Background: an optimization exercise with open tools, aiming at small area, a short achievable clock period and few clock cycles per item. Do not read the settings as production practice.
Only simulation tests tie the RTL to the original design; equivalence was not proved.

==> config.mk <==
export PLATFORM = sky130hd
export DESIGN_NAME = dtc_core
export DESIGN_NICKNAME = dtc_core
export VERILOG_FILES = /design/flow/design.v
export SDC_FILE = /design/flow/constraint.sdc
export NUM_CORES = 8
export LEC_CHECK = 0
export CAP_MARGIN = 20
export CORE_MARGIN = 2
export CORE_UTILIZATION = 40
export PLACE_DENSITY = 0.6
export SLEW_MARGIN = 20
==> constraint.sdc <==
create_clock -name core_clock -period 15.0 [get_ports {clk}]
set_input_delay 3.0000 -clock core_clock [delete_from_list [all_inputs] [get_ports {clk}]]
set_output_delay 3.0000 -clock core_clock [all_outputs]
set_load 0.01 [all_outputs]
==> design.v <==
module dtc_core (
    input  wire               clk,
    input  wire               rst,           
    input  wire               start,
    input  wire signed [15:0] ia,
    input  wire signed [15:0] ib,
    input  wire signed [15:0] ic,
    input  wire        [11:0] vms,
    input  wire               model_en,
    input  wire signed [15:0] cos_th,
    input  wire signed [15:0] sin_th,
    input  wire signed [23:0] t_ref,
    input  wire signed [23:0] f_ref,
    input  wire        [15:0] rs,
    input  wire        [15:0] kv,
    input  wire        [15:0] ld,
    input  wire        [15:0] lq,
    input  wire signed [23:0] psi_pm,
    input  wire        [14:0] model_gain,
    input  wire        [15:0] tq_gain,
    input  wire        [15:0] i_max,
    input  wire        [22:0] t_max,
    input  wire signed [23:0] f_min,
    input  wire signed [23:0] f_max,
    input  wire        [22:0] ht,
    input  wire        [22:0] hf,
    output wire               ready,
    output reg                done,
    output reg         [2:0]  vec,
    output reg  signed [23:0] t_est,
    output reg         [23:0] f_est,
    output reg         [1:0]  tq_code,
    output reg                fx_code,
    output reg         [2:0]  sector,
    output reg                cur_lim,
    output reg                ref_lim,
    output reg                sense_fault,
    output reg         [15:0] switches
);
    localparam signed [17:0] K_THIRD    = 18'sd21845;   
    localparam signed [17:0] K_ISQRT3   = 18'sd37837;   
    localparam        [16:0] K_TENTH    = 17'd6554;     
    localparam signed [17:0] K_SQRT3    = 18'sd56756;   
    localparam [3:0] S_IDLE = 4'd0,
                     S_CLK  = 4'd1,    
                     S_ROT  = 4'd2,    
                     S_VM   = 4'd3,    
                     S_IROT = 4'd4,    
                     S_BLND = 4'd5,    
                     S_PRD  = 4'd6,    
                     S_TQ   = 4'd7,    
                     S_SQRT = 4'd8,    
                     S_FIN  = 4'd9;    
    reg [3:0] state;
    assign ready = (state == S_IDLE);
    reg signed [15:0] x_ia, x_ib, x_ic, x_cos, x_sin;
    reg        [11:0] x_vms;
    reg               x_model;
    reg signed [23:0] x_tref, x_fref, x_pm, x_fmin, x_fmax;
    reg        [15:0] x_rs, x_kv, x_ld, x_lq, x_tqg, x_imax;
    reg        [14:0] x_g;
    reg        [22:0] x_tmax, x_ht, x_hf;
    reg signed [23:0] psi_al, psi_be;
    reg        [1:0]  sense_cnt;
    reg signed [17:0] i_al, i_be;
    reg        [15:0] vstep;
    reg               cur_over, sense_over;
    reg signed [23:0] t_lim, f_lim;
    reg               lim_hit;
    reg        [14:0] v3;
    reg        [15:0] vq;
    reg signed [21:0] r_al, r_be;
    reg signed [19:0] i_d, i_q;
    reg signed [23:0] pv_al, pv_be;
    reg signed [23:0] pc_d, pc_q;
    reg signed [23:0] pc_al, pc_be;
    reg signed [42:0] tq_cross;
    reg        [47:0] sq;
    reg        [2:0]  sec_n;
    reg signed [23:0] t_new;
    reg        [47:0] sq_op, sq_res, sq_one;
    function signed [23:0] sat24;
        input signed [47:0] v;
        begin
            if (v > 48'sd8388607)
                sat24 = 24'sd8388607;
            else if (v < -48'sd8388608)
                sat24 = -24'sd8388608;
            else
                sat24 = v[23:0];
        end
    endfunction
    function [16:0] abs16;
        input signed [15:0] v;
        begin
            abs16 = v[15] ? -{v[15], v} : {1'b0, v};
        end
    endfunction
    function [2:0] vcode;      
        input [2:0] n;
        begin
            case (n)
                3'd1: vcode = 3'b100;
                3'd2: vcode = 3'b110;
                3'd3: vcode = 3'b010;
                3'd4: vcode = 3'b011;
                3'd5: vcode = 3'b001;
                default: vcode = 3'b101;
            endcase
        end
    endfunction
    function [2:0] wrap6;       
        input signed [4:0] n;
        begin
            if (n < 5'sd1)
                wrap6 = n + 5'sd6;
            else if (n > 5'sd6)
                wrap6 = n - 5'sd6;
            else
                wrap6 = n[2:0];
        end
    endfunction
    wire signed [17:0] s_al   = 2 * x_ia - x_ib - x_ic;
    wire signed [17:0] s_be   = x_ib - x_ic;
    wire signed [35:0] p_ial  = s_al * K_THIRD;
    wire signed [35:0] p_ibe  = s_be * K_ISQRT3;
    wire        [27:0] p_vst  = x_vms * x_kv;
    wire        [16:0] a_ia   = abs16(x_ia);
    wire        [16:0] a_ib   = abs16(x_ib);
    wire        [16:0] a_ic   = abs16(x_ic);
    wire signed [17:0] i_sum  = x_ia + x_ib + x_ic;
    wire        [17:0] a_sum  = i_sum[17] ? -i_sum : i_sum;
    wire        [32:0] p_thr  = x_imax * K_TENTH;
    wire        [16:0] thr    = p_thr[32:16];
    wire signed [23:0] tmax_s = {1'b0, x_tmax};
    wire signed [23:0] t_hi   = (x_tref > tmax_s) ? tmax_s : x_tref;
    wire signed [23:0] t_cl   = (t_hi < -tmax_s) ? -tmax_s : t_hi;
    wire signed [23:0] f_lo   = (x_fref < x_fmin) ? x_fmin : x_fref;
    wire signed [23:0] f_cl   = (f_lo > x_fmax) ? x_fmax : f_lo;
    wire        [31:0] p_v3   = vstep * K_THIRD[16:0];
    wire        [32:0] p_vq   = vstep * K_ISQRT3[16:0];
    wire signed [34:0] p_ral  = i_al * $signed({1'b0, x_rs});
    wire signed [34:0] p_rbe  = i_be * $signed({1'b0, x_rs});
    wire signed [34:0] p_dc   = i_al * x_cos + i_be * x_sin;
    wire signed [34:0] p_qc   = i_be * x_cos - i_al * x_sin;
    wire signed [2:0]  u_al   = 2 * $signed({2'b00, vec[2]}) - $signed({2'b00, vec[1]})
                                  - $signed({2'b00, vec[0]});
    wire signed [1:0]  u_be   = $signed({1'b0, vec[1]}) - $signed({1'b0, vec[0]});
    wire signed [17:0] v_al   = u_al * $signed({1'b0, v3});
    wire signed [17:0] v_be   = u_be * $signed({1'b0, vq});
    wire signed [35:0] p_ld   = i_d * $signed({1'b0, x_ld});
    wire signed [35:0] p_lq   = i_q * $signed({1'b0, x_lq});
    wire signed [47:0] w_pval = psi_al + v_al - r_al;
    wire signed [47:0] w_pvbe = psi_be + v_be - r_be;
    wire signed [47:0] w_pcd  = (p_ld >>> 12) + x_pm;
    wire signed [47:0] w_pcq  = p_lq >>> 12;
    wire signed [40:0] p_pal  = pc_d * x_cos - pc_q * x_sin;
    wire signed [40:0] p_pbe  = pc_d * x_sin + pc_q * x_cos;
    wire signed [47:0] w_pal  = p_pal >>> 15;
    wire signed [47:0] w_pbe  = p_pbe >>> 15;
    wire signed [24:0] d_al   = pc_al - pv_al;
    wire signed [24:0] d_be   = pc_be - pv_be;
    wire signed [40:0] p_bal  = d_al * $signed({1'b0, x_g});
    wire signed [40:0] p_bbe  = d_be * $signed({1'b0, x_g});
    wire signed [41:0] p_c1   = psi_al * i_be;
    wire signed [41:0] p_c2   = psi_be * i_al;
    wire signed [47:0] p_s1   = psi_al * psi_al;
    wire signed [47:0] p_s2   = psi_be * psi_be;
    wire signed [41:0] p_y3   = psi_be * K_SQRT3;
    wire signed [26:0] y3     = p_y3 >>> 15;
    wire signed [26:0] sx     = psi_al;
    wire signed [26:0] sp     = sx - y3;
    wire signed [26:0] sqq    = sx + y3;
    wire signed [26:0] c_hi   = tq_cross >>> 16;
    wire signed [43:0] p_tq   = c_hi * $signed({1'b0, x_tqg});
    wire signed [47:0] w_tq   = p_tq >>> 12;
    wire        [47:0] sq_try = sq_res + sq_one;
    wire signed [25:0] e_t    = t_lim - t_new;
    wire signed [25:0] ht_s   = {3'b000, x_ht};
    wire signed [25:0] hf_s   = {3'b000, x_hf};
    wire signed [25:0] e_f    = f_lim - $signed({1'b0, sq_res[23:0]});
    wire signed [26:0] e_f2   = 2 * e_f;
    reg         [1:0]  tq_nx;
    reg                fx_nx;
    reg         [2:0]  vec_nx;
    reg signed  [4:0]  vnum;
    wire        [2:0]  vdiff  = vec ^ vec_nx;
    wire        [1:0]  nsw    = vdiff[0] + vdiff[1] + vdiff[2];
    always @(*) begin
        case (tq_code)
            2'b01:   tq_nx = (e_t < -ht_s) ? 2'b11 : (e_t <= 0) ? 2'b00 : 2'b01;
            2'b11:   tq_nx = (e_t > ht_s)  ? 2'b01 : (e_t >= 0) ? 2'b00 : 2'b11;
            default: tq_nx = (e_t > ht_s)  ? 2'b01 : (e_t < -ht_s) ? 2'b11 : 2'b00;
        endcase
        if (cur_over) begin
            if (t_new > 0)
                tq_nx = 2'b11;
            else if (t_new < 0)
                tq_nx = 2'b01;
            else
                tq_nx = 2'b00;
        end
        if (e_f2 > $signed({1'b0, hf_s}))
            fx_nx = 1'b1;
        else if (e_f2 < -$signed({1'b0, hf_s}))
            fx_nx = 1'b0;
        else
            fx_nx = fx_code;
        vnum = 5'sd0;
        case ({fx_nx, tq_nx})
            3'b101: vnum = $signed({2'b00, sec_n}) + 5'sd1;
            3'b111: vnum = $signed({2'b00, sec_n}) - 5'sd1;
            3'b001: vnum = $signed({2'b00, sec_n}) + 5'sd2;
            3'b011: vnum = $signed({2'b00, sec_n}) - 5'sd2;
            default: vnum = 5'sd0;
        endcase
        if (vnum != 5'sd0)
            vec_nx = vcode(wrap6(vnum));
        else if (vec == 3'b000 || vec == 3'b111)
            vec_nx = vec;
        else if (vec == 3'b100 || vec == 3'b010 || vec == 3'b001)
            vec_nx = 3'b000;
        else
            vec_nx = 3'b111;
    end
    always @(posedge clk) begin
        if (rst) begin
            state       <= S_IDLE;
            done        <= 1'b0;
            vec         <= 3'b000;
            t_est       <= 24'sd0;
            f_est       <= 24'd0;
            tq_code     <= 2'b00;
            fx_code     <= 1'b1;
            sector      <= 3'd1;
            cur_lim     <= 1'b0;
            ref_lim     <= 1'b0;
            sense_fault <= 1'b0;
            switches    <= 16'd0;
            psi_al      <= 24'sd0;
            psi_be      <= 24'sd0;
            sense_cnt   <= 2'd0;
        end else begin
            done <= 1'b0;
            case (state)
                S_IDLE: begin
                    if (start) begin
                        x_ia    <= ia;
                        x_ib    <= ib;
                        x_ic    <= ic;
                        x_vms   <= vms;
                        x_model <= model_en;
                        x_cos   <= cos_th;
                        x_sin   <= sin_th;
                        x_tref  <= t_ref;
                        x_fref  <= f_ref;
                        x_rs    <= rs;
                        x_kv    <= kv;
                        x_ld    <= ld;
                        x_lq    <= lq;
                        x_pm    <= psi_pm;
                        x_g     <= model_gain;
                        x_tqg   <= tq_gain;
                        x_imax  <= i_max;
                        x_tmax  <= t_max;
                        x_fmin  <= f_min;
                        x_fmax  <= f_max;
                        x_ht    <= ht;
                        x_hf    <= hf;
                        state   <= S_CLK;
                    end
                end
                S_CLK: begin
                    i_al       <= p_ial >>> 16;
                    i_be       <= p_ibe >>> 16;
                    vstep      <= p_vst[27:12];
                    cur_over   <= (a_ia > {1'b0, x_imax}) || (a_ib > {1'b0, x_imax})
                                  || (a_ic > {1'b0, x_imax});
                    sense_over <= a_sum > {1'b0, thr};
                    t_lim      <= t_cl;
                    f_lim      <= f_cl;
                    lim_hit    <= (t_cl != x_tref) || (f_cl != x_fref);
                    state      <= S_ROT;
                end
                S_ROT: begin
                    v3    <= p_v3[30:16];
                    vq    <= p_vq[31:16];
                    r_al  <= p_ral >>> 12;
                    r_be  <= p_rbe >>> 12;
                    i_d   <= p_dc >>> 15;
                    i_q   <= p_qc >>> 15;
                    state <= S_VM;
                end
                S_VM: begin
                    pv_al <= sat24(w_pval);
                    pv_be <= sat24(w_pvbe);
                    pc_d  <= sat24(w_pcd);
                    pc_q  <= sat24(w_pcq);
                    state <= S_IROT;
                end
                S_IROT: begin
                    pc_al <= sat24(w_pal);
                    pc_be <= sat24(w_pbe);
                    state <= S_BLND;
                end
                S_BLND: begin
                    if (x_model) begin
                        psi_al <= pv_al + (p_bal >>> 15);
                        psi_be <= pv_be + (p_bbe >>> 15);
                    end else begin
                        psi_al <= pv_al;
                        psi_be <= pv_be;
                    end
                    state <= S_PRD;
                end
                S_PRD: begin
                    tq_cross <= p_c1 - p_c2;
                    sq    <= p_s1 + p_s2;
                    if (sp > 0 && sqq >= 0)
                        sec_n <= 3'd1;
                    else if (sp <= 0 && sx > 0)
                        sec_n <= 3'd2;
                    else if (sx <= 0 && sqq > 0)
                        sec_n <= 3'd3;
                    else if (sqq <= 0 && sp < 0)
                        sec_n <= 3'd4;
                    else if (sp >= 0 && sx < 0)
                        sec_n <= 3'd5;
                    else if (sx >= 0 && sqq < 0)
                        sec_n <= 3'd6;
                    else
                        sec_n <= 3'd1;
                    state <= S_TQ;
                end
                S_TQ: begin
                    t_new  <= sat24(w_tq);
                    sq_op  <= sq;
                    sq_res <= 48'd0;
                    sq_one <= 48'd1 << 46;
                    state  <= S_SQRT;
                end
                S_SQRT: begin
                    if (sq_op >= sq_try) begin
                        sq_op  <= sq_op - sq_try;
                        sq_res <= (sq_res >> 1) + sq_one;
                    end else begin
                        sq_res <= sq_res >> 1;
                    end
                    sq_one <= sq_one >> 2;
                    if (sq_one[0])
                        state <= S_FIN;
                end
                S_FIN: begin
                    t_est    <= t_new;
                    f_est    <= sq_res[23:0];
                    tq_code  <= tq_nx;
                    fx_code  <= fx_nx;
                    vec      <= vec_nx;
                    sector   <= sec_n;
                    cur_lim  <= cur_over;
                    ref_lim  <= lim_hit;
                    switches <= switches + nsw;
                    if (sense_over) begin
                        if (sense_cnt == 2'd3)
                            sense_fault <= 1'b1;
                        else
                            sense_cnt <= sense_cnt + 2'd1;
                    end else begin
                        sense_cnt <= 2'd0;
                    end
                    done  <= 1'b1;
                    state <= S_IDLE;
                end
                default: state <= S_IDLE;
            endcase
        end
    end
endmodule
==> run.sh <==
#!/bin/bash
# synth_recipe.tcl (not shown) runs the flow's synth.tcl, then flattens the netlist and writes it again
# the make line also repeats each setting of config.mk as NAME=value (left out here)
make -C /OpenROAD-flow-scripts/flow DESIGN_CONFIG=/design/flow/config.mk WORK_HOME=/design/flow/orfs CLKGATE_MAP_FILE= SYNTH_SCRIPT=/design/flow/synth_recipe.tcl finish
==> flow_summary.toml <==
[routing]
via_count = 246000
viasPerCell = 5.14
drtIter0Drc = 17400
drc = 0
avgRoutedWirePerCell_um = 22.2
drtPass1Iterations = 6
wl_mm = 1060
ant_nets = 0

[clock_tree]
cts_resized = 0
h-tree-depth = 4
cts_tree = "done"
clock_latency_ps = 1060
clockRootBuffer = "clkbuf_16"
cts_buffers = 161
clock_path_buffers = 4
hold_buffers = 0
clk_pin_slew_worst_paths_ps = 60
postCtsSetupBuffers = 0
cts.sinks = 1108

[sta]
fin_setup_tns_ps = 0
report.final.slew_viol_count = 0
period_needed_ps = 12570
grt_setup_unrepaired = "no"
period_share_pct = 83.8
slew_headroom_pct = 15.6
tightest_slew_ps = 1260
max_freq_ghz = 0.0796
finalHoldViolCount = 0
setup_viol = 0
worst_clock_skew_ps = 127

[worst_setup_path]
worst-path-buf-inv = 7
path_max_fanout = 15
worst_path_most_repeated_cell = "fa_1"
critPathTopFamily = "compound AO/OA/AOI/OAI gates"
endpoint_kind = "register"
required_ps = 15890
critPathKind = "register to register"
startpoint_type = "register"
cp.arrival_ps = 13460
critPathSlowestCell = "fa_1"
cp_slowest_stage_delay_ps = 530

[synthesis]
ys_seq_area_share_pct = 9.14
netlist_instances = 36300
synthTopCellsByArea = "fa_1, ha_1, inv_1"
synth_top_cell_area_share_pct = 47.2
synth_edf_count = 977
syn_area_um2 = 350000
synth_top_area_cell = "fa_1"
ys_seq_elements = 1108
syn_nets = 48300
synth_top_flop_cell = "edfxtp_1"
syn_avg_cell_area_um2 = 9.64
yosys_warnings = 1
synthDistinctLibCells = 106
async_flop_share_pct = 0

[global_routing]
antenna_found_initial = 111
grt_pass1_vias = 271000
grt_max_degree = 76
grt_pass1_wl_mm = 1650
track_usage_pct = 24.3
busiest_layer = "met2"
use_met1_pct = 31.8
grt_overflow_total = 0
met3_usage_pct = 4.81
use_met2_pct = 39.9

[final_layout]
mostFrequentLayoutCell = "inv_1"
stdcell_area_um2 = 374000
final_cell_mix = "inv_1, fa_1, nand2_1"
finalNetCount = 47900
syn_to_final_growth_pct = 6.86
nFillCells = 84300
multi_input_area_um2 = 279000
drive_gt1_share_pct = 2.87
seqCellArea_um2 = 32000

[floorplanning]
initial_core_util_pct = 40.1
core.rowCount = 343
die-area_um2 = 882000
io_pins = 474
coreArea_um2 = 872000
fp.dieH_um = 939
fp.dieW_um = 939

[placed_design]
post-dp-hpwl_mm = 850
numPortBuffers = 473
gp_congestion = 0.941
dpl_cell_area_um2 = 368000

[status]
run_status = "complete, no violations"

[job]
maxCapViolations = 0

[hold_path]
hp-class = "register to register"
[per-stage QoR]
stage               util, %  std cells  worst slack (ps)  hold slack [ps]
floorplan                 -      36300              2120              471
global placement       42.2      47300              2060              443
detailed placement     42.2      47300              2530              450
CTS                    42.8      47600              2480              458
global route           42.9      47800              1320              467
finish                 42.9      47800              2430              455
[state kept, by name, summed over array words and instances, names as in the netlist, 27 cells and up]
name / count
sq_res: 48
tq_cross: 27
sq_op: 48
sq: 48
[cell type report]
class	instances	area share, %
multi-input cells	24600	74.5
diodes	195	0.131
well taps	11600	3.87
flip-flops and latches	1108	8.57
inverters	9079	9.12
clock inverters	97	0.315
clock buffers	197	1.16
repair buffers	976	2.31
[per-layer routing]
metal | routed length (um) | vias to the layer above
met4 | 52700 | 54
li1 | - | 107000
met2 | 492000 | 8658
met3 | 85800 | 1949
met1 | 430000 | 128000
met5 | 348 | -
[worst paths after layout]
check                 start          to  slack, ps  cells past startpoint
setup reg to reg   pv_be[1]  psi_be[22]       2430                     52
hold reg to reg   f_est[18]   f_est[18]        450                      2
hold / removal    f_est[18]   f_est[18]        450                      2
setup / recovery   pv_be[1]  psi_be[22]       2430                     52
[kinds of logic after synthesis]
kind of cell,after synthesis,synth area share (%)
and+or+nand+nor,9338,12.7
DFF,1108,9.14
AOI/OAI and AO/OA,2443,4.51
buffers and inverters,10600,11.3
adders and majority gates,11600,59.1
muxes,98,0.290
xor gates and xnor gates,1187,2.97
[worst min-delay path: stages (launching register included)]
cell     delay, ps
dfxtp_1        310
nand2_1         50
a21oi_1         50
[cells in the mapped netlist, types with 77 or more instances]
library cell,count
a211oi_1,119
a21o_1,268
a21oi_1,674
and2_1,2530
and3_1,90
buf_1,79
clkbuf_1,1394
dfxtp_1,131
edfxtp_1,977
fa_1,8247
ha_1,3315
inv_1,9067
nand2_1,4499
nand2b_1,267
nand3_1,171
nand4_1,99
nor2_1,941
nor2b_1,198
nor3_1,265
o21a_1,152
o21ai_0,534
o21bai_1,124
or3_1,77
xnor2_1,855
xor2_1,332
Testbench counts, summed over its fixed seeds: cycles 79,200, items 2,400.

what the ideal ports hide:
Ports are ideal in the flow. The routed layout listed here was re-timed in OpenROAD.
Step 1, drivers: a clkbuf_16 drives clk and a buf_2 each remaining input, both assumed.
Step 2 times the ports against the registers' clock, not the clock port: input delays grow and output delays shrink by t, the midpoint of the rising clock arrivals with the driver on.
Three values: ideal, step 1, step 2; two values: the first two.
shift t [ns]: 1.144
slack for setup (ns): 2.432 / 2.432 / 2.432
hold slack, ns: 0.455 / 0.455 / 0.455
worst slew at a driven data input, ns: 0.23
After both steps setup and hold are still met in this run. The setup slack of this run moves by 0.000 ns with the drivers and by 0.000 ns with both steps.
